Context: an optimization exercise on an open-source flow, tuned for small area, a short achievable clock period and few clock cycles per item. The choices shown serve that exercise and are no tape-out recipe.
The RTL was checked by simulation tests, not by an equivalence proof against the original design.

==> flow/design.v <==
module d12_mix_a (
    input  wire [31:0] h_in,
    output wire [31:0] h_out
);
    wire [31:0] s1 = h_in ^ (h_in >> 16);
    d12_mul_c1 u_mul (.x(s1), .p(h_out));
endmodule
module d12_mix_b (
    input  wire [31:0] h_in,
    output wire [31:0] h_out
);
    wire [31:0] s3 = h_in ^ (h_in >> 15);
    wire [31:0] s4;
    d12_mul_c2 u_mul (.x(s3), .p(s4));
    assign h_out = s4 ^ (s4 >> 16);
endmodule
module d12_mul_c1 (
    input  wire [31:0] x,
    output wire [31:0] p
);
    wire s0, c0, s1, c1, s2, c2, s3, c3;
    wire s4, c4, s5, c5, s6, c6, s7, c7;
    wire s8, c8, s9, c9, s10, c10, s11, c11;
    wire s12, c12, s13, c13, s14, c14, s15, c15;
    wire s16, c16, s17, c17, s18, c18, s19, c19;
    wire s20, c20, s21, c21, s22, c22, s23, c23;
    wire s24, c24, s25, c25, s26, c26, s27, c27;
    wire s28, c28, s29, c29, s30, c30, s31, c31;
    wire s32, c32, s33, c33, s34, c34, s35, c35;
    wire s36, c36, s37, c37, s38, c38, s39, c39;
    wire s40, c40, s41, c41, s42, c42, s43, c43;
    wire s44, c44, s45, c45, s46, c46, s47, c47;
    wire s48, c48, s49, c49, s50, c50, s51, c51;
    wire s52, c52, s53, c53, s54, c54, s55, c55;
    wire s56, c56, s57, c57, s58, c58, s59, c59;
    wire s60, c60, s61, c61, s62, c62, s63, c63;
    wire s64, c64, s65, c65, s66, c66, s67, c67;
    wire s68, c68, s69, c69, s70, c70, s71, c71;
    wire s72, c72, s73, c73, s74, c74, s75, c75;
    wire s76, c76, s77, c77, s78, c78, s79, c79;
    wire s80, c80, s81, c81, s82, c82, s83, c83;
    wire s84, c84, s85, c85, s86, c86, s87, c87;
    wire s88, c88, s89, c89, s90, c90, s91, c91;
    wire s92, c92, s93, c93, s94, c94, s95, c95;
    wire s96, c96, s97, c97, s98, c98, s99, c99;
    wire s100, c100, s101, c101, s102, c102, s103, c103;
    wire s104, c104, s105, c105, s106, c106, s107, c107;
    wire s108, c108, s109, c109, s110, c110, s111, c111;
    wire s112, c112, s113, c113, s114, c114, s115, c115;
    wire s116, c116, s117, c117, s118, c118, s119, c119;
    wire s120, c120, s121, c121, s122, c122, s123, c123;
    wire s124, c124, s125, c125, s126, c126, s127, c127;
    wire s128, c128, s129, c129, s130, c130, s131, c131;
    wire s132, c132, s133, c133, s134, c134, s135, c135;
    wire s136, c136, s137, c137, s138, c138, s139, c139;
    wire s140, c140, s141, c141, s142, c142, s143, c143;
    assign s0 = x[25] ^ ~x[23];
    assign c0 = x[25] & ~x[23];
    assign s1 = x[26] ^ ~x[24] ^ x[21];
    assign c1 = (x[26] & ~x[24]) | (x[26] & x[21]) | (~x[24] & x[21]);
    assign s2 = x[27] ^ ~x[25] ^ x[22];
    assign c2 = (x[27] & ~x[25]) | (x[27] & x[22]) | (~x[25] & x[22]);
    assign s3 = ~x[17] ^ x[13] ^ ~x[11];
    assign c3 = (~x[17] & x[13]) | (~x[17] & ~x[11]) | (x[13] & ~x[11]);
    assign s4 = x[28] ^ ~x[26] ^ x[23];
    assign c4 = (x[28] & ~x[26]) | (x[28] & x[23]) | (~x[26] & x[23]);
    assign s5 = ~x[18] ^ x[14] ^ ~x[12];
    assign c5 = (~x[18] & x[14]) | (~x[18] & ~x[12]) | (x[14] & ~x[12]);
    assign s6 = x[29] ^ ~x[27] ^ x[24];
    assign c6 = (x[29] & ~x[27]) | (x[29] & x[24]) | (~x[27] & x[24]);
    assign s7 = ~x[19] ^ x[15] ^ ~x[13];
    assign c7 = (~x[19] & x[15]) | (~x[19] & ~x[13]) | (x[15] & ~x[13]);
    assign s8 = x[30] ^ ~x[28] ^ x[25];
    assign c8 = (x[30] & ~x[28]) | (x[30] & x[25]) | (~x[28] & x[25]);
    assign s9 = ~x[20] ^ x[16] ^ ~x[14];
    assign c9 = (~x[20] & x[16]) | (~x[20] & ~x[14]) | (x[16] & ~x[14]);
    assign s10 = x[31] ^ ~x[29] ^ x[26];
    assign c10 = (x[31] & ~x[29]) | (x[31] & x[26]) | (~x[29] & x[26]);
    assign s11 = ~x[21] ^ x[17] ^ ~x[15];
    assign c11 = (~x[21] & x[17]) | (~x[21] & ~x[15]) | (x[17] & ~x[15]);
    assign s12 = ~x[13] ^ ~x[10];
    assign c12 = ~x[13] & ~x[10];
    assign s13 = x[16] ^ ~x[14];
    assign c13 = x[16] & ~x[14];
    assign s14 = x[17] ^ ~x[15];
    assign c14 = x[17] & ~x[15];
    assign s15 = x[18] ^ ~x[16] ^ x[13];
    assign c15 = (x[18] & ~x[16]) | (x[18] & x[13]) | (~x[16] & x[13]);
    assign s16 = ~x[8] ^ x[4];
    assign c16 = ~x[8] & x[4];
    assign s17 = x[19] ^ ~x[17] ^ x[14];
    assign c17 = (x[19] & ~x[17]) | (x[19] & x[14]) | (~x[17] & x[14]);
    assign s18 = ~x[9] ^ x[5];
    assign c18 = ~x[9] & x[5];
    assign s19 = x[20] ^ ~x[18] ^ x[15];
    assign c19 = (x[20] & ~x[18]) | (x[20] & x[15]) | (~x[18] & x[15]);
    assign s20 = ~x[10] ^ x[6];
    assign c20 = ~x[10] & x[6];
    assign s21 = x[21] ^ ~x[19] ^ x[16];
    assign c21 = (x[21] & ~x[19]) | (x[21] & x[16]) | (~x[19] & x[16]);
    assign s22 = ~x[11] ^ x[7] ^ ~x[5];
    assign c22 = (~x[11] & x[7]) | (~x[11] & ~x[5]) | (x[7] & ~x[5]);
    assign s23 = ~x[3] ^ ~x[0];
    assign c23 = ~x[3] & ~x[0];
    assign s24 = x[22] ^ ~x[20] ^ x[17];
    assign c24 = (x[22] & ~x[20]) | (x[22] & x[17]) | (~x[20] & x[17]);
    assign s25 = ~x[12] ^ x[8] ^ ~x[6];
    assign c25 = (~x[12] & x[8]) | (~x[12] & ~x[6]) | (x[8] & ~x[6]);
    assign s26 = ~x[4] ^ ~x[1];
    assign c26 = ~x[4] & ~x[1];
    assign s27 = x[23] ^ ~x[21] ^ x[18];
    assign c27 = (x[23] & ~x[21]) | (x[23] & x[18]) | (~x[21] & x[18]);
    assign s28 = ~x[13] ^ x[9] ^ ~x[7];
    assign c28 = (~x[13] & x[9]) | (~x[13] & ~x[7]) | (x[9] & ~x[7]);
    assign s29 = ~x[5] ^ ~x[2] ^ x[0];
    assign c29 = (~x[5] & ~x[2]) | (~x[5] & x[0]) | (~x[2] & x[0]);
    assign s30 = x[24] ^ ~x[22] ^ x[19];
    assign c30 = (x[24] & ~x[22]) | (x[24] & x[19]) | (~x[22] & x[19]);
    assign s31 = ~x[14] ^ x[10] ^ ~x[8];
    assign c31 = (~x[14] & x[10]) | (~x[14] & ~x[8]) | (x[10] & ~x[8]);
    assign s32 = ~x[6] ^ ~x[3] ^ x[1];
    assign c32 = (~x[6] & ~x[3]) | (~x[6] & x[1]) | (~x[3] & x[1]);
    assign s33 = x[20] ^ ~x[15] ^ x[11];
    assign c33 = (x[20] & ~x[15]) | (x[20] & x[11]) | (~x[15] & x[11]);
    assign s34 = ~x[9] ^ ~x[7] ^ ~x[4];
    assign c34 = (~x[9] & ~x[7]) | (~x[9] & ~x[4]) | (~x[7] & ~x[4]);
    assign s35 = x[2] ^ x[0] ^ s0;
    assign c35 = (x[2] & x[0]) | (x[2] & s0) | (x[0] & s0);
    assign s36 = ~x[16] ^ x[12] ^ ~x[10];
    assign c36 = (~x[16] & x[12]) | (~x[16] & ~x[10]) | (x[12] & ~x[10]);
    assign s37 = ~x[8] ^ ~x[5] ^ x[3];
    assign c37 = (~x[8] & ~x[5]) | (~x[8] & x[3]) | (~x[5] & x[3]);
    assign s38 = x[1] ^ s1 ^ c0;
    assign c38 = (x[1] & s1) | (x[1] & c0) | (s1 & c0);
    assign s39 = ~x[9] ^ ~x[6] ^ x[4];
    assign c39 = (~x[9] & ~x[6]) | (~x[9] & x[4]) | (~x[6] & x[4]);
    assign s40 = x[2] ^ ~x[0] ^ 1'b1;
    assign c40 = (x[2] & ~x[0]) | (x[2] & 1'b1) | (~x[0] & 1'b1);
    assign s41 = s2 ^ s3 ^ c1;
    assign c41 = (s2 & s3) | (s2 & c1) | (s3 & c1);
    assign s42 = ~x[10] ^ ~x[7] ^ x[5];
    assign c42 = (~x[10] & ~x[7]) | (~x[10] & x[5]) | (~x[7] & x[5]);
    assign s43 = x[3] ^ ~x[1] ^ s4;
    assign c43 = (x[3] & ~x[1]) | (x[3] & s4) | (~x[1] & s4);
    assign s44 = s5 ^ c2 ^ c3;
    assign c44 = (s5 & c2) | (s5 & c3) | (c2 & c3);
    assign s45 = ~x[11] ^ ~x[8] ^ x[6];
    assign c45 = (~x[11] & ~x[8]) | (~x[11] & x[6]) | (~x[8] & x[6]);
    assign s46 = x[4] ^ ~x[2] ^ s6;
    assign c46 = (x[4] & ~x[2]) | (x[4] & s6) | (~x[2] & s6);
    assign s47 = s7 ^ c4 ^ c5;
    assign c47 = (s7 & c4) | (s7 & c5) | (c4 & c5);
    assign s48 = ~x[12] ^ ~x[9] ^ x[7];
    assign c48 = (~x[12] & ~x[9]) | (~x[12] & x[7]) | (~x[9] & x[7]);
    assign s49 = x[5] ^ ~x[3] ^ s8;
    assign c49 = (x[5] & ~x[3]) | (x[5] & s8) | (~x[3] & s8);
    assign s50 = s9 ^ c6 ^ c7;
    assign c50 = (s9 & c6) | (s9 & c7) | (c6 & c7);
    assign s51 = x[8] ^ x[6] ^ ~x[4];
    assign c51 = (x[8] & x[6]) | (x[8] & ~x[4]) | (x[6] & ~x[4]);
    assign s52 = x[0] ^ s10 ^ s11;
    assign c52 = (x[0] & s10) | (x[0] & s11) | (s10 & s11);
    assign s53 = s12 ^ c8 ^ c9;
    assign c53 = (s12 & c8) | (s12 & c9) | (c8 & c9);
    assign s54 = x[10] ^ ~x[8];
    assign c54 = x[10] & ~x[8];
    assign s55 = x[11] ^ ~x[9];
    assign c55 = x[11] & ~x[9];
    assign s56 = x[12] ^ ~x[10];
    assign c56 = x[12] & ~x[10];
    assign s57 = x[13] ^ ~x[11];
    assign c57 = x[13] & ~x[11];
    assign s58 = x[14] ^ ~x[12] ^ x[9];
    assign c58 = (x[14] & ~x[12]) | (x[14] & x[9]) | (~x[12] & x[9]);
    assign s59 = x[15] ^ ~x[13] ^ x[10];
    assign c59 = (x[15] & ~x[13]) | (x[15] & x[10]) | (~x[13] & x[10]);
    assign s60 = x[11] ^ ~x[6] ^ x[2];
    assign c60 = (x[11] & ~x[6]) | (x[11] & x[2]) | (~x[6] & x[2]);
    assign s61 = ~x[0] ^ 1'b1;
    assign c61 = ~x[0] & 1'b1;
    assign s62 = x[12] ^ ~x[7] ^ x[3];
    assign c62 = (x[12] & ~x[7]) | (x[12] & x[3]) | (~x[7] & x[3]);
    assign s63 = ~x[1] ^ s14 ^ c13;
    assign c63 = (~x[1] & s14) | (~x[1] & c13) | (s14 & c13);
    assign s64 = ~x[2] ^ ~x[0] ^ 1'b1;
    assign c64 = (~x[2] & ~x[0]) | (~x[2] & 1'b1) | (~x[0] & 1'b1);
    assign s65 = s15 ^ s16 ^ c14;
    assign c65 = (s15 & s16) | (s15 & c14) | (s16 & c14);
    assign s66 = ~x[3] ^ ~x[1] ^ s17;
    assign c66 = (~x[3] & ~x[1]) | (~x[3] & s17) | (~x[1] & s17);
    assign s67 = s18 ^ c15 ^ c16;
    assign c67 = (s18 & c15) | (s18 & c16) | (c15 & c16);
    assign s68 = ~x[4] ^ ~x[2] ^ s19;
    assign c68 = (~x[4] & ~x[2]) | (~x[4] & s19) | (~x[2] & s19);
    assign s69 = s20 ^ c17 ^ c18;
    assign c69 = (s20 & c17) | (s20 & c18) | (c17 & c18);
    assign s70 = 1'b1 ^ s21 ^ s22;
    assign c70 = (1'b1 & s21) | (1'b1 & s22) | (s21 & s22);
    assign s71 = s23 ^ c19 ^ c20;
    assign c71 = (s23 & c19) | (s23 & c20) | (c19 & c20);
    assign s72 = s24 ^ s25 ^ s26;
    assign c72 = (s24 & s25) | (s24 & s26) | (s25 & s26);
    assign s73 = c21 ^ c22 ^ c23;
    assign c73 = (c21 & c22) | (c21 & c23) | (c22 & c23);
    assign s74 = s27 ^ s28 ^ s29;
    assign c74 = (s27 & s28) | (s27 & s29) | (s28 & s29);
    assign s75 = c24 ^ c25 ^ c26;
    assign c75 = (c24 & c25) | (c24 & c26) | (c25 & c26);
    assign s76 = s30 ^ s31 ^ s32;
    assign c76 = (s30 & s31) | (s30 & s32) | (s31 & s32);
    assign s77 = c27 ^ c28 ^ c29;
    assign c77 = (c27 & c28) | (c27 & c29) | (c28 & c29);
    assign s78 = s33 ^ s34 ^ s35;
    assign c78 = (s33 & s34) | (s33 & s35) | (s34 & s35);
    assign s79 = c30 ^ c31 ^ c32;
    assign c79 = (c30 & c31) | (c30 & c32) | (c31 & c32);
    assign s80 = s36 ^ s37 ^ s38;
    assign c80 = (s36 & s37) | (s36 & s38) | (s37 & s38);
    assign s81 = c33 ^ c34 ^ c35;
    assign c81 = (c33 & c34) | (c33 & c35) | (c34 & c35);
    assign s82 = s39 ^ s40 ^ s41;
    assign c82 = (s39 & s40) | (s39 & s41) | (s40 & s41);
    assign s83 = c36 ^ c37 ^ c38;
    assign c83 = (c36 & c37) | (c36 & c38) | (c37 & c38);
    assign s84 = s42 ^ s43 ^ s44;
    assign c84 = (s42 & s43) | (s42 & s44) | (s43 & s44);
    assign s85 = c39 ^ c40 ^ c41;
    assign c85 = (c39 & c40) | (c39 & c41) | (c40 & c41);
    assign s86 = s45 ^ s46 ^ s47;
    assign c86 = (s45 & s46) | (s45 & s47) | (s46 & s47);
    assign s87 = c42 ^ c43 ^ c44;
    assign c87 = (c42 & c43) | (c42 & c44) | (c43 & c44);
    assign s88 = s48 ^ s49 ^ s50;
    assign c88 = (s48 & s49) | (s48 & s50) | (s49 & s50);
    assign s89 = c45 ^ c46 ^ c47;
    assign c89 = (c45 & c46) | (c45 & c47) | (c46 & c47);
    assign s90 = s51 ^ s52 ^ s53;
    assign c90 = (s51 & s52) | (s51 & s53) | (s52 & s53);
    assign s91 = c48 ^ c49 ^ c50;
    assign c91 = (c48 & c49) | (c48 & c50) | (c49 & c50);
    assign s92 = x[5] ^ ~x[0];
    assign c92 = x[5] & ~x[0];
    assign s93 = x[6] ^ ~x[1] ^ s55;
    assign c93 = (x[6] & ~x[1]) | (x[6] & s55) | (~x[1] & s55);
    assign s94 = x[7] ^ ~x[2] ^ s56;
    assign c94 = (x[7] & ~x[2]) | (x[7] & s56) | (~x[2] & s56);
    assign s95 = x[8] ^ ~x[3] ^ s57;
    assign c95 = (x[8] & ~x[3]) | (x[8] & s57) | (~x[3] & s57);
    assign s96 = ~x[4] ^ x[0] ^ s58;
    assign c96 = (~x[4] & x[0]) | (~x[4] & s58) | (x[0] & s58);
    assign s97 = ~x[5] ^ x[1] ^ s59;
    assign c97 = (~x[5] & x[1]) | (~x[5] & s59) | (x[1] & s59);
    assign s98 = s13 ^ s60 ^ s61;
    assign c98 = (s13 & s60) | (s13 & s61) | (s60 & s61);
    assign s99 = s62 ^ s63 ^ c60;
    assign c99 = (s62 & s63) | (s62 & c60) | (s63 & c60);
    assign s100 = s64 ^ s65 ^ c62;
    assign c100 = (s64 & s65) | (s64 & c62) | (s65 & c62);
    assign s101 = s66 ^ s67 ^ c64;
    assign c101 = (s66 & s67) | (s66 & c64) | (s67 & c64);
    assign s102 = s68 ^ s69 ^ c66;
    assign c102 = (s68 & s69) | (s68 & c66) | (s69 & c66);
    assign s103 = s70 ^ s71 ^ c68;
    assign c103 = (s70 & s71) | (s70 & c68) | (s71 & c68);
    assign s104 = s72 ^ s73 ^ c70;
    assign c104 = (s72 & s73) | (s72 & c70) | (s73 & c70);
    assign s105 = s74 ^ s75 ^ c72;
    assign c105 = (s74 & s75) | (s74 & c72) | (s75 & c72);
    assign s106 = s76 ^ s77 ^ c74;
    assign c106 = (s76 & s77) | (s76 & c74) | (s77 & c74);
    assign s107 = s78 ^ s79 ^ c76;
    assign c107 = (s78 & s79) | (s78 & c76) | (s79 & c76);
    assign s108 = s80 ^ s81 ^ c78;
    assign c108 = (s80 & s81) | (s80 & c78) | (s81 & c78);
    assign s109 = s82 ^ s83 ^ c80;
    assign c109 = (s82 & s83) | (s82 & c80) | (s83 & c80);
    assign s110 = s84 ^ s85 ^ c82;
    assign c110 = (s84 & s85) | (s84 & c82) | (s85 & c82);
    assign s111 = s86 ^ s87 ^ c84;
    assign c111 = (s86 & s87) | (s86 & c84) | (s87 & c84);
    assign s112 = s88 ^ s89 ^ c86;
    assign c112 = (s88 & s89) | (s88 & c86) | (s89 & c86);
    assign s113 = s90 ^ s91 ^ c88;
    assign c113 = (s90 & s91) | (s90 & c88) | (s91 & c88);
    assign s114 = x[2] ^ ~x[0];
    assign c114 = x[2] & ~x[0];
    assign s115 = x[3] ^ ~x[1];
    assign c115 = x[3] & ~x[1];
    assign s116 = x[4] ^ ~x[2];
    assign c116 = x[4] & ~x[2];
    assign s117 = x[5] ^ ~x[3] ^ x[0];
    assign c117 = (x[5] & ~x[3]) | (x[5] & x[0]) | (~x[3] & x[0]);
    assign s118 = x[6] ^ ~x[4] ^ x[1];
    assign c118 = (x[6] & ~x[4]) | (x[6] & x[1]) | (~x[4] & x[1]);
    assign s119 = x[7] ^ ~x[5] ^ x[2];
    assign c119 = (x[7] & ~x[5]) | (x[7] & x[2]) | (~x[5] & x[2]);
    assign s120 = x[8] ^ ~x[6] ^ x[3];
    assign c120 = (x[8] & ~x[6]) | (x[8] & x[3]) | (~x[6] & x[3]);
    assign s121 = x[9] ^ ~x[7] ^ x[4];
    assign c121 = (x[9] & ~x[7]) | (x[9] & x[4]) | (~x[7] & x[4]);
    assign s122 = 1'b1 ^ s54 ^ s92;
    assign c122 = (1'b1 & s54) | (1'b1 & s92) | (s54 & s92);
    assign s123 = c54 ^ s93 ^ c92;
    assign c123 = (c54 & s93) | (c54 & c92) | (s93 & c92);
    assign s124 = c55 ^ s94 ^ c93;
    assign c124 = (c55 & s94) | (c55 & c93) | (s94 & c93);
    assign s125 = c56 ^ s95 ^ c94;
    assign c125 = (c56 & s95) | (c56 & c94) | (s95 & c94);
    assign s126 = c57 ^ s96 ^ c95;
    assign c126 = (c57 & s96) | (c57 & c95) | (s96 & c95);
    assign s127 = c58 ^ s97 ^ c96;
    assign c127 = (c58 & s97) | (c58 & c96) | (s97 & c96);
    assign s128 = c59 ^ s98 ^ c97;
    assign c128 = (c59 & s98) | (c59 & c97) | (s98 & c97);
    assign s129 = c61 ^ s99 ^ c98;
    assign c129 = (c61 & s99) | (c61 & c98) | (s99 & c98);
    assign s130 = c63 ^ s100 ^ c99;
    assign c130 = (c63 & s100) | (c63 & c99) | (s100 & c99);
    assign s131 = c65 ^ s101 ^ c100;
    assign c131 = (c65 & s101) | (c65 & c100) | (s101 & c100);
    assign s132 = c67 ^ s102 ^ c101;
    assign c132 = (c67 & s102) | (c67 & c101) | (s102 & c101);
    assign s133 = c69 ^ s103 ^ c102;
    assign c133 = (c69 & s103) | (c69 & c102) | (s103 & c102);
    assign s134 = c71 ^ s104 ^ c103;
    assign c134 = (c71 & s104) | (c71 & c103) | (s104 & c103);
    assign s135 = c73 ^ s105 ^ c104;
    assign c135 = (c73 & s105) | (c73 & c104) | (s105 & c104);
    assign s136 = c75 ^ s106 ^ c105;
    assign c136 = (c75 & s106) | (c75 & c105) | (s106 & c105);
    assign s137 = c77 ^ s107 ^ c106;
    assign c137 = (c77 & s107) | (c77 & c106) | (s107 & c106);
    assign s138 = c79 ^ s108 ^ c107;
    assign c138 = (c79 & s108) | (c79 & c107) | (s108 & c107);
    assign s139 = c81 ^ s109 ^ c108;
    assign c139 = (c81 & s109) | (c81 & c108) | (s109 & c108);
    assign s140 = c83 ^ s110 ^ c109;
    assign c140 = (c83 & s110) | (c83 & c109) | (s110 & c109);
    assign s141 = c85 ^ s111 ^ c110;
    assign c141 = (c85 & s111) | (c85 & c110) | (s111 & c110);
    assign s142 = c87 ^ s112 ^ c111;
    assign c142 = (c87 & s112) | (c87 & c111) | (s112 & c111);
    assign s143 = c89 ^ s113 ^ c112;
    assign c143 = (c89 & s113) | (c89 & c112) | (s113 & c112);
    wire [31:0] ra = {s143, s142, s141, s140, s139, s138, s137, s136, s135, s134, s133, s132, s131, s130, s129, s128, s127, s126, s125, s124, s123, s122, s121, s120, s119, s118, s117, s116, s115, 1'b1, x[1], x[0]};
    wire [31:0] rb = {c142, c141, c140, c139, c138, c137, c136, c135, c134, c133, c132, c131, c130, c129, c128, c127, c126, c125, c124, c123, c122, c121, c120, c119, c118, c117, c116, c115, c114, s114, 1'b0, 1'b0};
    assign p = ra + rb;
endmodule
module d12_mul_c2 (
    input  wire [31:0] x,
    output wire [31:0] p
);
    wire s0, c0, s1, c1, s2, c2, s3, c3;
    wire s4, c4, s5, c5, s6, c6, s7, c7;
    wire s8, c8, s9, c9, s10, c10, s11, c11;
    wire s12, c12, s13, c13, s14, c14, s15, c15;
    wire s16, c16, s17, c17, s18, c18, s19, c19;
    wire s20, c20, s21, c21, s22, c22, s23, c23;
    wire s24, c24, s25, c25, s26, c26, s27, c27;
    wire s28, c28, s29, c29, s30, c30, s31, c31;
    wire s32, c32, s33, c33, s34, c34, s35, c35;
    wire s36, c36, s37, c37, s38, c38, s39, c39;
    wire s40, c40, s41, c41, s42, c42, s43, c43;
    wire s44, c44, s45, c45, s46, c46, s47, c47;
    wire s48, c48, s49, c49, s50, c50, s51, c51;
    wire s52, c52, s53, c53, s54, c54, s55, c55;
    wire s56, c56, s57, c57, s58, c58, s59, c59;
    wire s60, c60, s61, c61, s62, c62, s63, c63;
    wire s64, c64, s65, c65, s66, c66, s67, c67;
    wire s68, c68, s69, c69, s70, c70, s71, c71;
    wire s72, c72, s73, c73, s74, c74, s75, c75;
    wire s76, c76, s77, c77, s78, c78, s79, c79;
    wire s80, c80, s81, c81, s82, c82, s83, c83;
    wire s84, c84, s85, c85, s86, c86, s87, c87;
    wire s88, c88, s89, c89, s90, c90, s91, c91;
    wire s92, c92, s93, c93, s94, c94, s95, c95;
    wire s96, c96, s97, c97, s98, c98, s99, c99;
    wire s100, c100, s101, c101, s102, c102, s103, c103;
    wire s104, c104, s105, c105, s106, c106, s107, c107;
    wire s108, c108, s109, c109, s110, c110, s111, c111;
    wire s112, c112, s113, c113, s114, c114, s115, c115;
    wire s116, c116, s117, c117, s118, c118, s119, c119;
    wire s120, c120, s121, c121, s122, c122, s123, c123;
    wire s124, c124, s125, c125, s126, c126, s127, c127;
    wire s128, c128, s129, c129, s130, c130, s131, c131;
    wire s132, c132, s133, c133, s134, c134, s135, c135;
    wire s136, c136, s137, c137, s138, c138, s139, c139;
    wire s140, c140, s141, c141, s142, c142, s143, c143;
    wire s144, c144, s145, c145, s146, c146, s147, c147;
    wire s148, c148, s149, c149, s150, c150, s151, c151;
    wire s152, c152, s153, c153, s154, c154, s155, c155;
    wire s156, c156, s157, c157, s158, c158, s159, c159;
    wire s160, c160, s161, c161, s162, c162;
    assign s0 = ~x[23] ^ x[20];
    assign c0 = ~x[23] & x[20];
    assign s1 = ~x[24] ^ x[21] ^ x[18];
    assign c1 = (~x[24] & x[21]) | (~x[24] & x[18]) | (x[21] & x[18]);
    assign s2 = ~x[25] ^ x[22] ^ x[19];
    assign c2 = (~x[25] & x[22]) | (~x[25] & x[19]) | (x[22] & x[19]);
    assign s3 = ~x[26] ^ x[23] ^ x[20];
    assign c3 = (~x[26] & x[23]) | (~x[26] & x[20]) | (x[23] & x[20]);
    assign s4 = ~x[18] ^ ~x[16] ^ ~x[14];
    assign c4 = (~x[18] & ~x[16]) | (~x[18] & ~x[14]) | (~x[16] & ~x[14]);
    assign s5 = ~x[27] ^ x[24] ^ x[21];
    assign c5 = (~x[27] & x[24]) | (~x[27] & x[21]) | (x[24] & x[21]);
    assign s6 = ~x[19] ^ ~x[17] ^ ~x[15];
    assign c6 = (~x[19] & ~x[17]) | (~x[19] & ~x[15]) | (~x[17] & ~x[15]);
    assign s7 = ~x[28] ^ x[25] ^ x[22];
    assign c7 = (~x[28] & x[25]) | (~x[28] & x[22]) | (x[25] & x[22]);
    assign s8 = ~x[20] ^ ~x[18] ^ ~x[16];
    assign c8 = (~x[20] & ~x[18]) | (~x[20] & ~x[16]) | (~x[18] & ~x[16]);
    assign s9 = x[13] ^ ~x[11] ^ x[7];
    assign c9 = (x[13] & ~x[11]) | (x[13] & x[7]) | (~x[11] & x[7]);
    assign s10 = ~x[29] ^ x[26] ^ x[23];
    assign c10 = (~x[29] & x[26]) | (~x[29] & x[23]) | (x[26] & x[23]);
    assign s11 = ~x[21] ^ ~x[19] ^ ~x[17];
    assign c11 = (~x[21] & ~x[19]) | (~x[21] & ~x[17]) | (~x[19] & ~x[17]);
    assign s12 = x[14] ^ ~x[12] ^ x[8];
    assign c12 = (x[14] & ~x[12]) | (x[14] & x[8]) | (~x[12] & x[8]);
    assign s13 = ~x[30] ^ x[27] ^ x[24];
    assign c13 = (~x[30] & x[27]) | (~x[30] & x[24]) | (x[27] & x[24]);
    assign s14 = ~x[22] ^ ~x[20] ^ ~x[18];
    assign c14 = (~x[22] & ~x[20]) | (~x[22] & ~x[18]) | (~x[20] & ~x[18]);
    assign s15 = x[15] ^ ~x[13] ^ x[9];
    assign c15 = (x[15] & ~x[13]) | (x[15] & x[9]) | (~x[13] & x[9]);
    assign s16 = x[7] ^ ~x[4];
    assign c16 = x[7] & ~x[4];
    assign s17 = ~x[31] ^ x[28] ^ x[25];
    assign c17 = (~x[31] & x[28]) | (~x[31] & x[25]) | (x[28] & x[25]);
    assign s18 = ~x[23] ^ ~x[21] ^ ~x[19];
    assign c18 = (~x[23] & ~x[21]) | (~x[23] & ~x[19]) | (~x[21] & ~x[19]);
    assign s19 = x[16] ^ ~x[14] ^ x[10];
    assign c19 = (x[16] & ~x[14]) | (x[16] & x[10]) | (~x[14] & x[10]);
    assign s20 = x[8] ^ ~x[5] ^ ~x[3];
    assign c20 = (x[8] & ~x[5]) | (x[8] & ~x[3]) | (~x[5] & ~x[3]);
    assign s21 = ~x[12] ^ x[9];
    assign c21 = ~x[12] & x[9];
    assign s22 = ~x[13] ^ x[10];
    assign c22 = ~x[13] & x[10];
    assign s23 = ~x[14] ^ x[11];
    assign c23 = ~x[14] & x[11];
    assign s24 = ~x[15] ^ x[12] ^ x[9];
    assign c24 = (~x[15] & x[12]) | (~x[15] & x[9]) | (x[12] & x[9]);
    assign s25 = ~x[16] ^ x[13] ^ x[10];
    assign c25 = (~x[16] & x[13]) | (~x[16] & x[10]) | (x[13] & x[10]);
    assign s26 = ~x[17] ^ x[14] ^ x[11];
    assign c26 = (~x[17] & x[14]) | (~x[17] & x[11]) | (x[14] & x[11]);
    assign s27 = ~x[9] ^ ~x[7] ^ ~x[5];
    assign c27 = (~x[9] & ~x[7]) | (~x[9] & ~x[5]) | (~x[7] & ~x[5]);
    assign s28 = ~x[18] ^ x[15] ^ x[12];
    assign c28 = (~x[18] & x[15]) | (~x[18] & x[12]) | (x[15] & x[12]);
    assign s29 = ~x[10] ^ ~x[8] ^ ~x[6];
    assign c29 = (~x[10] & ~x[8]) | (~x[10] & ~x[6]) | (~x[8] & ~x[6]);
    assign s30 = ~x[19] ^ x[16] ^ x[13];
    assign c30 = (~x[19] & x[16]) | (~x[19] & x[13]) | (x[16] & x[13]);
    assign s31 = ~x[11] ^ ~x[9] ^ ~x[7];
    assign c31 = (~x[11] & ~x[9]) | (~x[11] & ~x[7]) | (~x[9] & ~x[7]);
    assign s32 = ~x[20] ^ x[17] ^ x[14];
    assign c32 = (~x[20] & x[17]) | (~x[20] & x[14]) | (x[17] & x[14]);
    assign s33 = ~x[12] ^ ~x[10] ^ ~x[8];
    assign c33 = (~x[12] & ~x[10]) | (~x[12] & ~x[8]) | (~x[10] & ~x[8]);
    assign s34 = ~x[21] ^ x[18] ^ x[15];
    assign c34 = (~x[21] & x[18]) | (~x[21] & x[15]) | (x[18] & x[15]);
    assign s35 = ~x[13] ^ ~x[11] ^ ~x[9];
    assign c35 = (~x[13] & ~x[11]) | (~x[13] & ~x[9]) | (~x[11] & ~x[9]);
    assign s36 = x[6] ^ ~x[4];
    assign c36 = x[6] & ~x[4];
    assign s37 = ~x[22] ^ x[19] ^ x[16];
    assign c37 = (~x[22] & x[19]) | (~x[22] & x[16]) | (x[19] & x[16]);
    assign s38 = ~x[14] ^ ~x[12] ^ ~x[10];
    assign c38 = (~x[14] & ~x[12]) | (~x[14] & ~x[10]) | (~x[12] & ~x[10]);
    assign s39 = x[7] ^ ~x[5] ^ x[1];
    assign c39 = (x[7] & ~x[5]) | (x[7] & x[1]) | (~x[5] & x[1]);
    assign s40 = x[17] ^ ~x[15] ^ ~x[13];
    assign c40 = (x[17] & ~x[15]) | (x[17] & ~x[13]) | (~x[15] & ~x[13]);
    assign s41 = ~x[11] ^ x[8] ^ ~x[6];
    assign c41 = (~x[11] & x[8]) | (~x[11] & ~x[6]) | (x[8] & ~x[6]);
    assign s42 = x[2] ^ x[0] ^ s0;
    assign c42 = (x[2] & x[0]) | (x[2] & s0) | (x[0] & s0);
    assign s43 = ~x[16] ^ ~x[14] ^ ~x[12];
    assign c43 = (~x[16] & ~x[14]) | (~x[16] & ~x[12]) | (~x[14] & ~x[12]);
    assign s44 = x[9] ^ ~x[7] ^ x[3];
    assign c44 = (x[9] & ~x[7]) | (x[9] & x[3]) | (~x[7] & x[3]);
    assign s45 = x[1] ^ s1 ^ c0;
    assign c45 = (x[1] & s1) | (x[1] & c0) | (s1 & c0);
    assign s46 = ~x[17] ^ ~x[15] ^ ~x[13];
    assign c46 = (~x[17] & ~x[15]) | (~x[17] & ~x[13]) | (~x[15] & ~x[13]);
    assign s47 = x[10] ^ ~x[8] ^ x[4];
    assign c47 = (x[10] & ~x[8]) | (x[10] & x[4]) | (~x[8] & x[4]);
    assign s48 = x[2] ^ s2 ^ c1;
    assign c48 = (x[2] & s2) | (x[2] & c1) | (s2 & c1);
    assign s49 = x[11] ^ ~x[9] ^ x[5];
    assign c49 = (x[11] & ~x[9]) | (x[11] & x[5]) | (~x[9] & x[5]);
    assign s50 = x[3] ^ ~x[0] ^ 1'b1;
    assign c50 = (x[3] & ~x[0]) | (x[3] & 1'b1) | (~x[0] & 1'b1);
    assign s51 = s3 ^ s4 ^ c2;
    assign c51 = (s3 & s4) | (s3 & c2) | (s4 & c2);
    assign s52 = x[12] ^ ~x[10] ^ x[6];
    assign c52 = (x[12] & ~x[10]) | (x[12] & x[6]) | (~x[10] & x[6]);
    assign s53 = x[4] ^ ~x[1] ^ s5;
    assign c53 = (x[4] & ~x[1]) | (x[4] & s5) | (~x[1] & s5);
    assign s54 = s6 ^ c3 ^ c4;
    assign c54 = (s6 & c3) | (s6 & c4) | (c3 & c4);
    assign s55 = x[5] ^ ~x[2] ^ ~x[0];
    assign c55 = (x[5] & ~x[2]) | (x[5] & ~x[0]) | (~x[2] & ~x[0]);
    assign s56 = 1'b1 ^ s7 ^ s8;
    assign c56 = (1'b1 & s7) | (1'b1 & s8) | (s7 & s8);
    assign s57 = s9 ^ c5 ^ c6;
    assign c57 = (s9 & c5) | (s9 & c6) | (c5 & c6);
    assign s58 = x[6] ^ ~x[3] ^ ~x[1];
    assign c58 = (x[6] & ~x[3]) | (x[6] & ~x[1]) | (~x[3] & ~x[1]);
    assign s59 = s10 ^ s11 ^ s12;
    assign c59 = (s10 & s11) | (s10 & s12) | (s11 & s12);
    assign s60 = c7 ^ c8 ^ c9;
    assign c60 = (c7 & c8) | (c7 & c9) | (c8 & c9);
    assign s61 = ~x[2] ^ x[0] ^ s13;
    assign c61 = (~x[2] & x[0]) | (~x[2] & s13) | (x[0] & s13);
    assign s62 = s14 ^ s15 ^ s16;
    assign c62 = (s14 & s15) | (s14 & s16) | (s15 & s16);
    assign s63 = c10 ^ c11 ^ c12;
    assign c63 = (c10 & c11) | (c10 & c12) | (c11 & c12);
    assign s64 = x[1] ^ s17 ^ s18;
    assign c64 = (x[1] & s17) | (x[1] & s18) | (s17 & s18);
    assign s65 = s19 ^ s20 ^ c13;
    assign c65 = (s19 & s20) | (s19 & c13) | (s20 & c13);
    assign s66 = c14 ^ c15 ^ c16;
    assign c66 = (c14 & c15) | (c14 & c16) | (c15 & c16);
    assign s67 = ~x[8] ^ x[5];
    assign c67 = ~x[8] & x[5];
    assign s68 = ~x[9] ^ x[6];
    assign c68 = ~x[9] & x[6];
    assign s69 = ~x[10] ^ x[7] ^ x[4];
    assign c69 = (~x[10] & x[7]) | (~x[10] & x[4]) | (x[7] & x[4]);
    assign s70 = ~x[2] ^ ~x[0];
    assign c70 = ~x[2] & ~x[0];
    assign s71 = ~x[11] ^ x[8] ^ x[5];
    assign c71 = (~x[11] & x[8]) | (~x[11] & x[5]) | (x[8] & x[5]);
    assign s72 = ~x[3] ^ ~x[1];
    assign c72 = ~x[3] & ~x[1];
    assign s73 = x[6] ^ ~x[4] ^ ~x[2];
    assign c73 = (x[6] & ~x[4]) | (x[6] & ~x[2]) | (~x[4] & ~x[2]);
    assign s74 = ~x[0] ^ 1'b1 ^ s21;
    assign c74 = (~x[0] & 1'b1) | (~x[0] & s21) | (1'b1 & s21);
    assign s75 = x[7] ^ ~x[5] ^ ~x[3];
    assign c75 = (x[7] & ~x[5]) | (x[7] & ~x[3]) | (~x[5] & ~x[3]);
    assign s76 = ~x[1] ^ s22 ^ c21;
    assign c76 = (~x[1] & s22) | (~x[1] & c21) | (s22 & c21);
    assign s77 = x[8] ^ ~x[6] ^ ~x[4];
    assign c77 = (x[8] & ~x[6]) | (x[8] & ~x[4]) | (~x[6] & ~x[4]);
    assign s78 = ~x[2] ^ s23 ^ c22;
    assign c78 = (~x[2] & s23) | (~x[2] & c22) | (s23 & c22);
    assign s79 = ~x[7] ^ ~x[5] ^ ~x[3];
    assign c79 = (~x[7] & ~x[5]) | (~x[7] & ~x[3]) | (~x[5] & ~x[3]);
    assign s80 = x[0] ^ s24 ^ c23;
    assign c80 = (x[0] & s24) | (x[0] & c23) | (s24 & c23);
    assign s81 = ~x[8] ^ ~x[6] ^ ~x[4];
    assign c81 = (~x[8] & ~x[6]) | (~x[8] & ~x[4]) | (~x[6] & ~x[4]);
    assign s82 = x[1] ^ s25 ^ c24;
    assign c82 = (x[1] & s25) | (x[1] & c24) | (s25 & c24);
    assign s83 = x[2] ^ ~x[0] ^ 1'b1;
    assign c83 = (x[2] & ~x[0]) | (x[2] & 1'b1) | (~x[0] & 1'b1);
    assign s84 = s26 ^ s27 ^ c25;
    assign c84 = (s26 & s27) | (s26 & c25) | (s27 & c25);
    assign s85 = x[3] ^ ~x[1] ^ s28;
    assign c85 = (x[3] & ~x[1]) | (x[3] & s28) | (~x[1] & s28);
    assign s86 = s29 ^ c26 ^ c27;
    assign c86 = (s29 & c26) | (s29 & c27) | (c26 & c27);
    assign s87 = x[4] ^ ~x[2] ^ s30;
    assign c87 = (x[4] & ~x[2]) | (x[4] & s30) | (~x[2] & s30);
    assign s88 = s31 ^ c28 ^ c29;
    assign c88 = (s31 & c28) | (s31 & c29) | (c28 & c29);
    assign s89 = x[5] ^ ~x[3] ^ s32;
    assign c89 = (x[5] & ~x[3]) | (x[5] & s32) | (~x[3] & s32);
    assign s90 = s33 ^ c30 ^ c31;
    assign c90 = (s33 & c30) | (s33 & c31) | (c30 & c31);
    assign s91 = x[0] ^ s34 ^ s35;
    assign c91 = (x[0] & s34) | (x[0] & s35) | (s34 & s35);
    assign s92 = s36 ^ c32 ^ c33;
    assign c92 = (s36 & c32) | (s36 & c33) | (c32 & c33);
    assign s93 = s37 ^ s38 ^ s39;
    assign c93 = (s37 & s38) | (s37 & s39) | (s38 & s39);
    assign s94 = c34 ^ c35 ^ c36;
    assign c94 = (c34 & c35) | (c34 & c36) | (c35 & c36);
    assign s95 = s40 ^ s41 ^ s42;
    assign c95 = (s40 & s41) | (s40 & s42) | (s41 & s42);
    assign s96 = c37 ^ c38 ^ c39;
    assign c96 = (c37 & c38) | (c37 & c39) | (c38 & c39);
    assign s97 = s43 ^ s44 ^ s45;
    assign c97 = (s43 & s44) | (s43 & s45) | (s44 & s45);
    assign s98 = c40 ^ c41 ^ c42;
    assign c98 = (c40 & c41) | (c40 & c42) | (c41 & c42);
    assign s99 = s46 ^ s47 ^ s48;
    assign c99 = (s46 & s47) | (s46 & s48) | (s47 & s48);
    assign s100 = c43 ^ c44 ^ c45;
    assign c100 = (c43 & c44) | (c43 & c45) | (c44 & c45);
    assign s101 = s49 ^ s50 ^ s51;
    assign c101 = (s49 & s50) | (s49 & s51) | (s50 & s51);
    assign s102 = c46 ^ c47 ^ c48;
    assign c102 = (c46 & c47) | (c46 & c48) | (c47 & c48);
    assign s103 = s52 ^ s53 ^ s54;
    assign c103 = (s52 & s53) | (s52 & s54) | (s53 & s54);
    assign s104 = c49 ^ c50 ^ c51;
    assign c104 = (c49 & c50) | (c49 & c51) | (c50 & c51);
    assign s105 = s55 ^ s56 ^ s57;
    assign c105 = (s55 & s56) | (s55 & s57) | (s56 & s57);
    assign s106 = c52 ^ c53 ^ c54;
    assign c106 = (c52 & c53) | (c52 & c54) | (c53 & c54);
    assign s107 = s58 ^ s59 ^ s60;
    assign c107 = (s58 & s59) | (s58 & s60) | (s59 & s60);
    assign s108 = c55 ^ c56 ^ c57;
    assign c108 = (c55 & c56) | (c55 & c57) | (c56 & c57);
    assign s109 = s61 ^ s62 ^ s63;
    assign c109 = (s61 & s62) | (s61 & s63) | (s62 & s63);
    assign s110 = c58 ^ c59 ^ c60;
    assign c110 = (c58 & c59) | (c58 & c60) | (c59 & c60);
    assign s111 = s64 ^ s65 ^ s66;
    assign c111 = (s64 & s65) | (s64 & s66) | (s65 & s66);
    assign s112 = c61 ^ c62 ^ c63;
    assign c112 = (c61 & c62) | (c61 & c63) | (c62 & c63);
    assign s113 = x[2] ^ ~x[0];
    assign c113 = x[2] & ~x[0];
    assign s114 = x[3] ^ ~x[1] ^ s68;
    assign c114 = (x[3] & ~x[1]) | (x[3] & s68) | (~x[1] & s68);
    assign s115 = 1'b1 ^ s69 ^ s70;
    assign c115 = (1'b1 & s69) | (1'b1 & s70) | (s69 & s70);
    assign s116 = s71 ^ s72 ^ c69;
    assign c116 = (s71 & s72) | (s71 & c69) | (s72 & c69);
    assign s117 = s73 ^ s74 ^ c71;
    assign c117 = (s73 & s74) | (s73 & c71) | (s74 & c71);
    assign s118 = s75 ^ s76 ^ c73;
    assign c118 = (s75 & s76) | (s75 & c73) | (s76 & c73);
    assign s119 = s77 ^ s78 ^ c75;
    assign c119 = (s77 & s78) | (s77 & c75) | (s78 & c75);
    assign s120 = s79 ^ s80 ^ c77;
    assign c120 = (s79 & s80) | (s79 & c77) | (s80 & c77);
    assign s121 = s81 ^ s82 ^ c79;
    assign c121 = (s81 & s82) | (s81 & c79) | (s82 & c79);
    assign s122 = s83 ^ s84 ^ c81;
    assign c122 = (s83 & s84) | (s83 & c81) | (s84 & c81);
    assign s123 = s85 ^ s86 ^ c83;
    assign c123 = (s85 & s86) | (s85 & c83) | (s86 & c83);
    assign s124 = s87 ^ s88 ^ c85;
    assign c124 = (s87 & s88) | (s87 & c85) | (s88 & c85);
    assign s125 = s89 ^ s90 ^ c87;
    assign c125 = (s89 & s90) | (s89 & c87) | (s90 & c87);
    assign s126 = s91 ^ s92 ^ c89;
    assign c126 = (s91 & s92) | (s91 & c89) | (s92 & c89);
    assign s127 = s93 ^ s94 ^ c91;
    assign c127 = (s93 & s94) | (s93 & c91) | (s94 & c91);
    assign s128 = s95 ^ s96 ^ c93;
    assign c128 = (s95 & s96) | (s95 & c93) | (s96 & c93);
    assign s129 = s97 ^ s98 ^ c95;
    assign c129 = (s97 & s98) | (s97 & c95) | (s98 & c95);
    assign s130 = s99 ^ s100 ^ c97;
    assign c130 = (s99 & s100) | (s99 & c97) | (s100 & c97);
    assign s131 = s101 ^ s102 ^ c99;
    assign c131 = (s101 & s102) | (s101 & c99) | (s102 & c99);
    assign s132 = s103 ^ s104 ^ c101;
    assign c132 = (s103 & s104) | (s103 & c101) | (s104 & c101);
    assign s133 = s105 ^ s106 ^ c103;
    assign c133 = (s105 & s106) | (s105 & c103) | (s106 & c103);
    assign s134 = s107 ^ s108 ^ c105;
    assign c134 = (s107 & s108) | (s107 & c105) | (s108 & c105);
    assign s135 = s109 ^ s110 ^ c107;
    assign c135 = (s109 & s110) | (s109 & c107) | (s110 & c107);
    assign s136 = s111 ^ s112 ^ c109;
    assign c136 = (s111 & s112) | (s111 & c109) | (s112 & c109);
    assign s137 = ~x[6] ^ x[3];
    assign c137 = ~x[6] & x[3];
    assign s138 = ~x[7] ^ x[4] ^ x[1];
    assign c138 = (~x[7] & x[4]) | (~x[7] & x[1]) | (x[4] & x[1]);
    assign s139 = 1'b1 ^ s67 ^ s113;
    assign c139 = (1'b1 & s67) | (1'b1 & s113) | (s67 & s113);
    assign s140 = c67 ^ s114 ^ c113;
    assign c140 = (c67 & s114) | (c67 & c113) | (s114 & c113);
    assign s141 = c68 ^ s115 ^ c114;
    assign c141 = (c68 & s115) | (c68 & c114) | (s115 & c114);
    assign s142 = c70 ^ s116 ^ c115;
    assign c142 = (c70 & s116) | (c70 & c115) | (s116 & c115);
    assign s143 = c72 ^ s117 ^ c116;
    assign c143 = (c72 & s117) | (c72 & c116) | (s117 & c116);
    assign s144 = c74 ^ s118 ^ c117;
    assign c144 = (c74 & s118) | (c74 & c117) | (s118 & c117);
    assign s145 = c76 ^ s119 ^ c118;
    assign c145 = (c76 & s119) | (c76 & c118) | (s119 & c118);
    assign s146 = c78 ^ s120 ^ c119;
    assign c146 = (c78 & s120) | (c78 & c119) | (s120 & c119);
    assign s147 = c80 ^ s121 ^ c120;
    assign c147 = (c80 & s121) | (c80 & c120) | (s121 & c120);
    assign s148 = c82 ^ s122 ^ c121;
    assign c148 = (c82 & s122) | (c82 & c121) | (s122 & c121);
    assign s149 = c84 ^ s123 ^ c122;
    assign c149 = (c84 & s123) | (c84 & c122) | (s123 & c122);
    assign s150 = c86 ^ s124 ^ c123;
    assign c150 = (c86 & s124) | (c86 & c123) | (s124 & c123);
    assign s151 = c88 ^ s125 ^ c124;
    assign c151 = (c88 & s125) | (c88 & c124) | (s125 & c124);
    assign s152 = c90 ^ s126 ^ c125;
    assign c152 = (c90 & s126) | (c90 & c125) | (s126 & c125);
    assign s153 = c92 ^ s127 ^ c126;
    assign c153 = (c92 & s127) | (c92 & c126) | (s127 & c126);
    assign s154 = c94 ^ s128 ^ c127;
    assign c154 = (c94 & s128) | (c94 & c127) | (s128 & c127);
    assign s155 = c96 ^ s129 ^ c128;
    assign c155 = (c96 & s129) | (c96 & c128) | (s129 & c128);
    assign s156 = c98 ^ s130 ^ c129;
    assign c156 = (c98 & s130) | (c98 & c129) | (s130 & c129);
    assign s157 = c100 ^ s131 ^ c130;
    assign c157 = (c100 & s131) | (c100 & c130) | (s131 & c130);
    assign s158 = c102 ^ s132 ^ c131;
    assign c158 = (c102 & s132) | (c102 & c131) | (s132 & c131);
    assign s159 = c104 ^ s133 ^ c132;
    assign c159 = (c104 & s133) | (c104 & c132) | (s133 & c132);
    assign s160 = c106 ^ s134 ^ c133;
    assign c160 = (c106 & s134) | (c106 & c133) | (s134 & c133);
    assign s161 = c108 ^ s135 ^ c134;
    assign c161 = (c108 & s135) | (c108 & c134) | (s135 & c134);
    assign s162 = c110 ^ s136 ^ c135;
    assign c162 = (c110 & s136) | (c110 & c135) | (s136 & c135);
    wire [31:0] ra = {s162, s161, s160, s159, s158, s157, s156, s155, s154, s153, s152, s151, s150, s149, s148, s147, s146, s145, s144, s143, s142, s141, s140, s139, s138, x[0], ~x[5], ~x[4], ~x[3], ~x[2], ~x[1], ~x[0]};
    wire [31:0] rb = {c161, c160, c159, c158, c157, c156, c155, c154, c153, c152, c151, c150, c149, c148, c147, c146, c145, c144, c143, c142, c141, c140, c139, c138, c137, s137, x[2], x[1], x[0], 1'b0, 1'b0, 1'b1};
    assign p = ra + rb;
endmodule
module d12_keys (
    input  wire        clk,
    input  wire        rst,         
    input  wire        in_valid,
    output wire        in_ready,
    input  wire [2:0]  in_op,
    input  wire        in_first,    
    input  wire [63:0] in_a,
    input  wire [31:0] in_b,
    input  wire [6:0]  in_n,
    output wire        out_valid,
    input  wire        out_ready,
    output wire [31:0] out_data
);
    reg         sk_valid;
    wire        en = !sk_valid;
    reg         v0;
    reg  [2:0]  op0;
    reg         first0;
    reg  [63:0] a0;
    reg  [31:0] b0;
    reg  [6:0]  n0;
    always @(posedge clk) begin
        if (rst)
            v0 <= 1'b0;
        else if (en)
            v0 <= in_valid;
        if (en) begin
            op0    <= in_op;
            first0 <= in_first;
            a0     <= in_a;
            b0     <= in_b;
            n0     <= in_n;
        end
    end
    wire [31:0] b0_rot = {b0[24:0], b0[31:25]};
    wire [31:0] x0 = (op0[1] ? b0_rot : b0) ^ a0[31:0];
    wire [31:0] s2;
    d12_mix_a u_mix0a (.h_in(x0), .h_out(s2));
    wire [37:0] prod = a0[31:0] * n0[5:0];
    wire [5:0]  part = n0[6] ? a0[31:26] : prod[37:32];
    wire        hok  = ({1'b0, a0[5:0]} < n0);
    reg         v1;
    reg  [31:0] s2_1;
    reg  [31:0] ahi1;
    reg         cnt1;       
    reg         wide1;      
    reg         first1;
    reg  [5:0]  idx1;
    reg         hok1;
    always @(posedge clk) begin
        if (rst)
            v1 <= 1'b0;
        else if (en)
            v1 <= v0;
        if (en) begin
            s2_1   <= s2;
            ahi1   <= a0[63:32];
            cnt1   <= op0[2];
            wide1  <= op0[0];
            first1 <= first0;
            idx1   <= op0[0] ? a0[5:0] : part;
            hok1   <= hok;
        end
    end
    wire [31:0] m0;
    d12_mix_b u_mix0b (.h_in(s2_1), .h_out(m0));
    wire [31:0] x1 = {m0[24:0], m0[31:25]} ^ ahi1;
    reg  [2:0]  lo [0:63];
    reg  [5:0]  e_idx [0:7];
    reg  [2:0]  e_hm1 [0:7];
    reg  [7:0]  ev;             
    wire [2:0]  lo_rd = lo[idx1];
    reg  [7:0]  hit;
    reg  [2:0]  hm1_rd;
    integer j;
    always @(*) begin
        hm1_rd = 3'd0;
        for (j = 0; j < 8; j = j + 1) begin
            hit[j] = ev[j] && (e_idx[j] == idx1);
            hm1_rd = hm1_rd | (hit[j] ? e_hm1[j] : 3'd0);
        end
    end
    wire        any_hit = |hit;
    wire [3:0]  hi_rd   = any_hit ? {1'b0, hm1_rd} + 4'd1 : 4'd0;
    wire [6:0]  rd      = {hi_rd, lo_rd};
    wire [5:0]  rank    = first1 ? 6'd0 : rd[5:0];
    wire        is_part = cnt1 && !wide1;
    wire        do_part = v1 && en && is_part;
    reg         rst_r;
    always @(posedge clk) rst_r <= rst;
    wire        clr     = rst_r || (do_part && first1);
    wire        carry   = do_part && !first1 && (lo_rd == 3'd7);
    wire [2:0]  lo_new  = first1 ? 3'd1 : lo_rd + 3'd1;
    integer i;
    always @(posedge clk) begin
        for (i = 0; i < 64; i = i + 1) begin
            lo[i] <= ({3{do_part && !rst_r && (idx1 == i)}} & lo_new)
                   | ({3{!(do_part && (idx1 == i)) && !clr}} & lo[i]);
        end
        if (clr)
            ev <= 8'd0;
        else if (carry && !any_hit)
            ev <= {ev[6:0], 1'b1};
        for (i = 0; i < 8; i = i + 1) begin
            if (carry && !any_hit && !ev[i] && (i == 0 || ev[i-1])) begin
                e_idx[i] <= idx1;
                e_hm1[i] <= 3'd0;
            end else if (carry && hit[i]) begin
                e_hm1[i] <= hm1_rd + 3'd1;
            end
        end
    end
    wire [31:0] cres = wide1 ? {25'd0, hok1 ? rd : 7'd0}
                             : {18'd0, rank, 2'b00, idx1};
    wire [31:0] d2 = cnt1 ? cres : (wide1 ? x1 : m0);
    reg         v2;
    reg  [31:0] d2_2;
    reg         wide2;
    always @(posedge clk) begin
        if (rst)
            v2 <= 1'b0;
        else if (en)
            v2 <= v1;
        if (en) begin
            d2_2  <= d2;
            wide2 <= wide1 && !cnt1;
        end
    end
    wire [31:0] s2b;
    d12_mix_a u_mix1a (.h_in(d2_2), .h_out(s2b));
    reg         v3;
    reg  [31:0] d3_3;
    reg         wide3;
    always @(posedge clk) begin
        if (rst)
            v3 <= 1'b0;
        else if (en)
            v3 <= v2;
        if (en) begin
            d3_3  <= wide2 ? s2b : d2_2;
            wide3 <= wide2;
        end
    end
    wire [31:0] m1;
    d12_mix_b u_mix1b (.h_in(d3_3), .h_out(m1));
    wire [31:0] res = wide3 ? m1 : d3_3;
    reg  [31:0] o_data, sk_data;
    reg         o_valid;
    reg         rdy;                  
    wire        take = !o_valid || out_ready;
    wire        push = en && v3;
    wire        sk_next = sk_valid ? !take : (push && !take);
    always @(posedge clk) begin
        if (en)
            sk_data <= res;
        if (take)
            o_data <= sk_valid ? sk_data : res;
        if (rst) begin
            o_valid  <= 1'b0;
            sk_valid <= 1'b0;
            rdy      <= 1'b1;
        end else begin
            if (take)
                o_valid <= sk_valid || push;
            sk_valid <= sk_next;
            rdy      <= !sk_next;
        end
    end
    assign out_valid = o_valid;
    assign out_data  = o_data;
    assign in_ready  = rdy;
endmodule
==> flow/run.sh <==
#!/bin/bash
# synth_recipe.tcl (not shown) runs the flow's synth.tcl, then flattens the netlist and writes it again
# the make line also repeats each setting of config.mk as NAME=value (left out here)
make -C /OpenROAD-flow-scripts/flow DESIGN_CONFIG=/design/flow/config.mk WORK_HOME=/design/flow/orfs CLKGATE_MAP_FILE= SYNTH_SCRIPT=/design/flow/synth_recipe.tcl finish
==> flow/config.mk <==
export PLATFORM = sky130hd
export DESIGN_NAME = d12_keys
export DESIGN_NICKNAME = d12_keys
export VERILOG_FILES = /design/flow/design.v
export SDC_FILE = /design/flow/constraint.sdc
export NUM_CORES = 4
export LEC_CHECK = 0
export CAP_MARGIN = 20
export CORE_MARGIN = 2
export CORE_UTILIZATION = 40
export SLEW_MARGIN = 20
==> flow/constraint.sdc <==
create_clock -name core_clock -period 34.0 [get_ports {clk}]
set_input_delay 6.8000 -clock core_clock [delete_from_list [all_inputs] [get_ports {clk}]]
set_output_delay 6.8000 -clock core_clock [all_outputs]
set_load 0.01 [all_outputs]
==> flow_summary.ini <==
[status]
status = finished clean

[worst_hold_path]
hold_path.class = reg -> reg

[floorplanning]
initial_core_util_pct = 40.3
core_um2 = 126000
die_height_um = 360
chipWidth_um = 360
rows = 130
boundaryPins = 145
die-area_um2 = 129000

[routing]
detail_route.first_pass.iterations = 6
drtIter0Drc = 3386
ant_nets = 0
via_per_inst = 5.34
drc_errors = 0
vias = 37600
avgRoutedWirePerCell_um = 20.2
wl_um = 143000

[synthesis]
synth.ff_latch_count = 591
synth.largest_area_cell = fa_1
synth.area.top_cells = fa_1 20%, edfxtp_1 19%, dfxtp_1 10%
syn_area_per_cell_um2 = 9.64
synth_flop_cell = edfxtp_1
synth_edf_count = 327
synth_fp_nets = 6157
netlist_area_um2 = 50600
synth_top_area_share_pct = 20.0
ys_seq_area_share_pct = 29.9
synthDistinctLibCells = 90
synth_warnings = 5
async_reset_ff_share_pct = 0
synthCells = 5250

[global_route]
grt_pass1_vias = 37800
grt_start_max_net_pins = 120
grt_pass1_wl_um = 223000
track_usage_pct = 22.1
antenna_found_initial = 0
grt-ovfl-total = 0

[clock_network]
clk_latency_ns = 0.66
cts.sinks = 591
clockBufferDepth = 3
cts-root-buf = clkbuf_16
path_clk_slew_ns = 0.06
cts_tree = done
postCtsSetupBuffers = 0
cts-hold-fix-buffers = 0
h-tree-depth = 3
post_cts_resized = 0
numCtsBuffers = 72

[timing]
tns_ns = 0
relSlewSlack_pct = 32.0
skew_ns = 0.0404
period_needed_ns = 8.36
finalMaxSlewViolations = 0
hold_violations = 0
fin_crit_sh_pct = 24.6
setup_viol = 0
grt_setup_unrepaired = false
clock.fmax_mhz = 120
setup_ws_ns = 25.64
worstMarginPinSlew_ns = 1.02

[placed_design]
dpl_cell_area_um2 = 54000
numPortBuffers = 144
post-place-ws_ns = 25.39
gp_congestion = 0.983
dpl.hpwl_um = 107000

[layout]
drive_gt1_share_pct = 5.02
final_core_util_pct = 44.9
antenna_cells = 0
stdcell_area_um2 = 56300
synthToLayoutAreaGrowth_pct = 11.4
fin_nets = 6249

[worst_setup_path]
path_class = reg -> out
cp-start-kind = register
slowest_stage = clkdlybuf4s50_1
required_ns = 27.20
crit_chain = clkdlybuf4s50_1
crit_family = buffers and inverters
arrival_ns = 1.56
max_stage_delay_ns = 0.56
path_buf_inv = 1
end_kind = output pin
cp_max_fo = 1

[run]
cap_violations = 0
[cell families (layout without fill, tap and decap cells)]
group | Yosys count | in the layout | synth area share, %
xor+xnor | 552 | 552 | 9.93
buf+inv | 885 | 1031 | 6.63
mux | 103 | 103 | 2.07
simple gates | 1145 | 1145 | 10.4
fa+ha+maj | 800 | 800 | 27.3
flops | 591 | 591 | 29.9
compound gates | 1174 | 1174 | 13.8
[sequential cells by signal, indices dropped and copies added (netlist names), 3 cells and up]
signal / cells
a0: 64
ahi1: 32
b0: 32
d2_2: 32
d3_3: 32
e_hm1: 24
e_idx: 48
ev: 8
idx1: 6
lo: 192
n0: 7
o_data: 32
op0: 3
s2_1: 32
sk_data: 32
[synthesized netlist by cell type, drive strengths merged, types with 38 or more instances]
master and n:
fa 505, a21oi 438, and2 163, dfxtp 264, o21ai 352, buf 38, edfxtp 327, xor2 126
a22oi 162, ha 291, a21o 52, mux2i 91, nand4 39, xnor2 420, nand2 314, nor2 443
inv 666, clkbuf 175
[placed cells by master, fill, tap and decap left out, types with 9 or more instances in the layout]
| cell type | instances |
|---|---|
| a211oi_1 | 26 |
| a21o_1 | 52 |
| a21oi_1 | 437 |
| a22oi_1 | 162 |
| a31oi_1 | 12 |
| and2_1 | 161 |
| and3_1 | 10 |
| buf_4 | 84 |
| clkbuf_1 | 19 |
| clkbuf_16 | 74 |
| clkdlybuf4s50_1 | 144 |
| clkinv_1 | 12 |
| dfxtp_1 | 262 |
| edfxtp_1 | 327 |
| fa_1 | 505 |
| ha_1 | 291 |
| inv_1 | 653 |
| inv_2 | 11 |
| mux2_2 | 12 |
| mux2i_1 | 91 |
| nand2_1 | 314 |
| nand2b_1 | 31 |
| nand3_1 | 31 |
| nand4_1 | 39 |
| nor2_1 | 443 |
| nor2b_1 | 21 |
| nor3_1 | 25 |
| o21a_1 | 25 |
| o21ai_0 | 349 |
| o21bai_1 | 11 |
| or2_2 | 10 |
| or4_1 | 9 |
| xnor2_1 | 410 |
| xor2_1 | 125 |
[layer usage]
metal / track usage (%) / vias up / routed length [µm]
met3: 3.08 / 253 / 8040
met2: 37.4 / 1181 / 68800
met4: 7.54 / 0 / 5190
li1: - / 17600 / -
met1: 28.9 / 18500 / 60600
met5: 0 / - / 0
[cell type report]
cell class / instances / area [µm²]
fill: 12100 / 69200
clock inverter: 30 / 337
timing repair buffer: 231 / 2120
multi-input combinational: 3774 / 32200
inverter: 672 / 2530
tap: 1650 / 2060
clock buffer: 98 / 1990
sequential: 591 / 15100
[per-stage QoR]
step                cells  hold WS (ns)
CTS                  7046         0.416
detailed placement   6918         0.406
global placement     6917         0.405
global route         7046         0.425
finish               7046         0.417
floorplan            5250         0.400
[path summary, 6_finish.rpt]
check                                     startpoint                     end  slack (ns)  depth (start not counted)
worst min-delay path                a0[50]$_DFFE_PN_      ahi1[18]$_DFFE_PN_        0.42                          0
worst max-delay path            o_data[15]$_DFFE_PN_            out_data[15]       25.64                          1
worst max register to register    s2_1[15]$_DFFE_PN_  d2_2[22]$_SDFFCE_PP0N_       26.73                         21
worst min register to register      a0[50]$_DFFE_PN_      ahi1[18]$_DFFE_PN_        0.42                          0
Testbench counts, summed over its fixed seeds: cycles 9,680, items 9,600.

## static timing again, ports no longer ideal
The flow's constraints put no driver on any port. The routed layout listed below was extracted and timed again, unchanged, in two steps.
Step 1 sets driving cells, clkbuf_16 on the clock port and buf_2 on the other inputs (assumed; they add their load-dependent delay and slew).
Step 2 also shifts input and output timing later by t, the mid clock arrival at the registers, as if the neighbouring blocks saw the same clock.
Slacks: ideal / step 1 / step 2; pairs: ideal / step 1.
t, ns: 0.711
setup WS [ns]: 25.643 / 25.574 / 25.428
slew at the worst register clock pin (ns): 0.06 / 0.06
After both steps setup and hold are still met in this run. For this run, drivers alone change the setup slack by -0.069 ns; drivers and shift together by -0.215 ns.
